Source: an optimization exercise on an open RTL-to-GDS flow (aim: small area). Production flows keep margins and buffers that such runs may drop.
Function was checked by simulation only, so behaviour that the tests miss may differ from the original.

==> trial 30: inputs <==
==> flow/design.v (excerpt) <==
module le_lane_alu (
    input  wire        clk,
    input  wire        rst,         
    input  wire        in_valid,
    input  wire [2:0]  op,
    input  wire        mod_sel,     
    input  wire [31:0] a,
    input  wire [31:0] b,
    input  wire [31:0] w,
    output reg         out_valid,
    output wire [31:0] x,
    output wire [31:0] y
);
Settings: LEC_CHECK=0, ABC_AREA=1, CAP_MARGIN=20, CORE_MARGIN=2, CORE_UTILIZATION=40, CTS_BUF_LIST=sky130_fd_sc_hd__clkbuf_4, SLEW_MARGIN=20; clock period 18.0 ns.
run.sh (not shown) runs the stock make flow with config.mk's settings and CLKGATE_MAP_FILE= SYNTH_SCRIPT=/design/flow/synth_recipe.tcl, a recipe that flattens the netlist after the stock synthesis.
==> trial 33 (differences from trial 30) <==
- CTS_BUF_LIST: sky130_fd_sc_hd__clkbuf_4 -> default
==> run summary <==
metric                                                           trial 30                 trial 33
Status                                            complete, no violations  complete, no violations
Slew of the pin with the lowest slew margin                       1.11 ns                  1.11 ns
Repair and plain buffers                                              209                      208
Met2 routing resource usage after global routing                    38.2%                    38.0%
Filler cell count in the final layout                                8746                     8690
Register area                                                   5210 um^2                5200 um^2
Worst-skew pair later-pin latency                                 0.77 ns                  0.59 ns
Number of vias in the routed layout                                 26900                    26500
Non-clock buffer share of cell area                                 4.90%                    4.82%
Detailed route wirelength on metal3                               8110 um                  7810 um
Number of CTS-inserted buffers                                         70                       29
Multi-input combinational area share                                66.1%                    66.2%
Layout cells sized above 1                                          5.95%                    4.31%


==> inputs of v24 <==
le_lane_alu, a different RTL version from the one above (not shown whole).
==> flow/config.mk <==
export PLATFORM = sky130hd
export DESIGN_NAME = le_lane_alu
export DESIGN_NICKNAME = le_lane_alu
export VERILOG_FILES = /design/flow/design.v
export SDC_FILE = /design/flow/constraint.sdc
export NUM_CORES = 4
export LEC_CHECK = 0
export ABC_AREA = 1
export CAP_MARGIN = 20
export CORE_MARGIN = 2
export CORE_UTILIZATION = 55
export CTS_CLUSTER_DIAMETER = 120
export CTS_CLUSTER_SIZE = 24
export GPL_TIMING_DRIVEN = 0
export SLEW_MARGIN = 20
export SYNTH_HIERARCHICAL = 1
export SYNTH_MINIMUM_KEEP_SIZE = 0
==> flow/constraint.sdc <==
create_clock -name core_clock -period 18.0 [get_ports {clk}]
set_input_delay 3.6000 -clock core_clock [delete_from_list [all_inputs] [get_ports {clk}]]
set_output_delay 3.6000 -clock core_clock [all_outputs]
set_load 0.01 [all_outputs]
standard.sh (not shown) runs the stock make flow with config.mk's settings and CLKGATE_MAP_FILE= SYNTH_SCRIPT=/design/flow/synth_recipe.tcl, a recipe that flattens the netlist after the stock synthesis.
==> flow/flow/run.sh <==
#!/bin/bash
# Own flow: the standard layout, except that
#  - synthesis maps the logic between the flip-flops with flow/abc.script
#    (see abc_wrap.tcl); it is otherwise the standard flow's own script (synth_recipe.tcl),
#    so the registers and their names are the standard synthesis's;
#  - the buffers ORFS puts on every input and output port are buf_1 cells.
set -euo pipefail
W=$(pwd)
{ echo "set ::own_abc_script $W/flow/abc.script"; cat "$W/flow/abc_wrap.tcl" "$W/synth_recipe.tcl"; } > "$W/own_synth.tcl"
sed "s#SYNTH_SCRIPT=[^ ]*#SYNTH_SCRIPT=$W/own_synth.tcl#" "$W/standard.sh" > "$W/own_synth.sh"
grep -q "SYNTH_SCRIPT=$W/own_synth.tcl" "$W/own_synth.sh"
sed 's#^make -C \(.*\) "\${@:-finish}"$#make -C \1 BUFFER_PORTS_ARGS=-buffer_cell\\ sky130_fd_sc_hd__buf_1 "${@:-finish}"#' "$W/standard.sh" > "$W/own_layout.sh"
grep -q "BUFFER_PORTS_ARGS" "$W/own_layout.sh"
bash "$W/own_synth.sh" synth > "$W/synth.log" 2>&1
bash "$W/own_layout.sh" > "$W/layout.log" 2>&1
==> flow/flow/abc.script <==
strash
ifraig
scorr
dc2
strash
&get -n
&dch -f
&nf -R 1000 {D}
&put
==> flow/flow/abc_wrap.tcl <==
# Runs before synth_recipe.tcl. Every abc call of ORFS's synthesis is made with
# flow/abc.script (ABC's default mapping script for a liberty, with more area
# recovery rounds in &nf), and with the clock period in picoseconds (ORFS hands
# ABC the period in the SDC's unit, nanoseconds here, which ABC reads as
# picoseconds and so maps every cone for speed).
proc abc {args} {
  foreach opt {-script -D} {
    set i [lsearch -exact $args $opt]
    if {$i >= 0} { set args [lreplace $args $i [expr {$i + 1}]] }
  }
  set ps 18000
  if {[info exists ::env(FLOW_PERIOD_NS)] && $::env(FLOW_PERIOD_NS) ne ""} {
    set ps [expr {int(round($::env(FLOW_PERIOD_NS) * 1000))}]
  }
  yosys abc -script $::own_abc_script -D $ps {*}$args
}
==> v11 (differences from v24) <==
- CORE_UTILIZATION: 55 -> 30
- GPL_TIMING_DRIVEN: 0 -> not set
==> run summary <==
- Against v24, the maximum frequency of v11 is higher by 3.1%.
- Between v24 and v11, the lower non-clock buffer count is in v24 (gap 18).
- Between v24 and v11, the lower wire length is in v11 (gap 2.2%, measured against v11).
- Between v24 and v11, the lower core utilization is in v11 (gap 28 points).
==> figures <==
Cell total after placement: v11 4392; v24 3748
Core box area: v11 106000 um^2; v24 57700 um^2
Share of post-route cells with drive strength above 1: v11 0.0400; v24 0.0538
Final period utilization: v11 0.914; v24 0.943
GR Layer Usage met2: v11 0.287; v24 0.553
Cell area after placement: v11 34900 um^2; v24 34900 um^2
Stage delay of the slowest cell on the critical path: v11 0.82 ns; v24 0.79 ns
Fillers: v11 10655; v24 4823
Result of the run: v11 complete, no violations; v24 complete, no violations
Shortest period the worst path allows: v11 16.46 ns; v24 16.97 ns
Final std cell area, no fill: v11 35400 um^2; v24 35400 um^2
Non-clock buffering overhead in the final layout: v11 0.0314; v24 0.0421
Tightest hold margin: v11 0.324 ns; v24 0.320 ns

==> port drivers added, routing unchanged <==
The flow's constraints put no driver on any port. The routed layouts listed below were extracted and timed again, unchanged, in two steps. Step 1 (the two cells are an assumption about what drives the block):
set clk [get_ports {clk}]
set_driving_cell -lib_cell sky130_fd_sc_hd__clkbuf_16 $clk
set_driving_cell -lib_cell sky130_fd_sc_hd__buf_2 [delete_from_list [all_inputs] $clk]
Step 2 moves the port delays by t, midway between the first and last clock arrival at a register: inputs arrive t later, outputs are due t later. That takes back most of the time a late clock gives input paths. a / b / c = ideal / step 1 / step 2; a / b = the first two.
run	t, ns	setup WS [ns]	hold slack, ns	clock arrival spread, ns	worst slew at a driven data input, ns
trial 30	0.780	0.718 / 0.664 / 1.444	0.285 / 0.285 / 0.285	0.106 / 0.106	0.06
trial 33	0.625	0.727 / 0.673 / 1.298	0.302 / 0.302 / 0.302	0.030 / 0.029	0.06
v24	0.598	1.029 / 1.029 / 1.029	0.320 / 0.320 / 0.320	0.028 / 0.028	0.08
v11	0.587	1.542 / 1.542 / 1.542	0.324 / 0.324 / 0.324	0.039 / 0.039	0.06
After both steps every run listed still meets setup and hold.
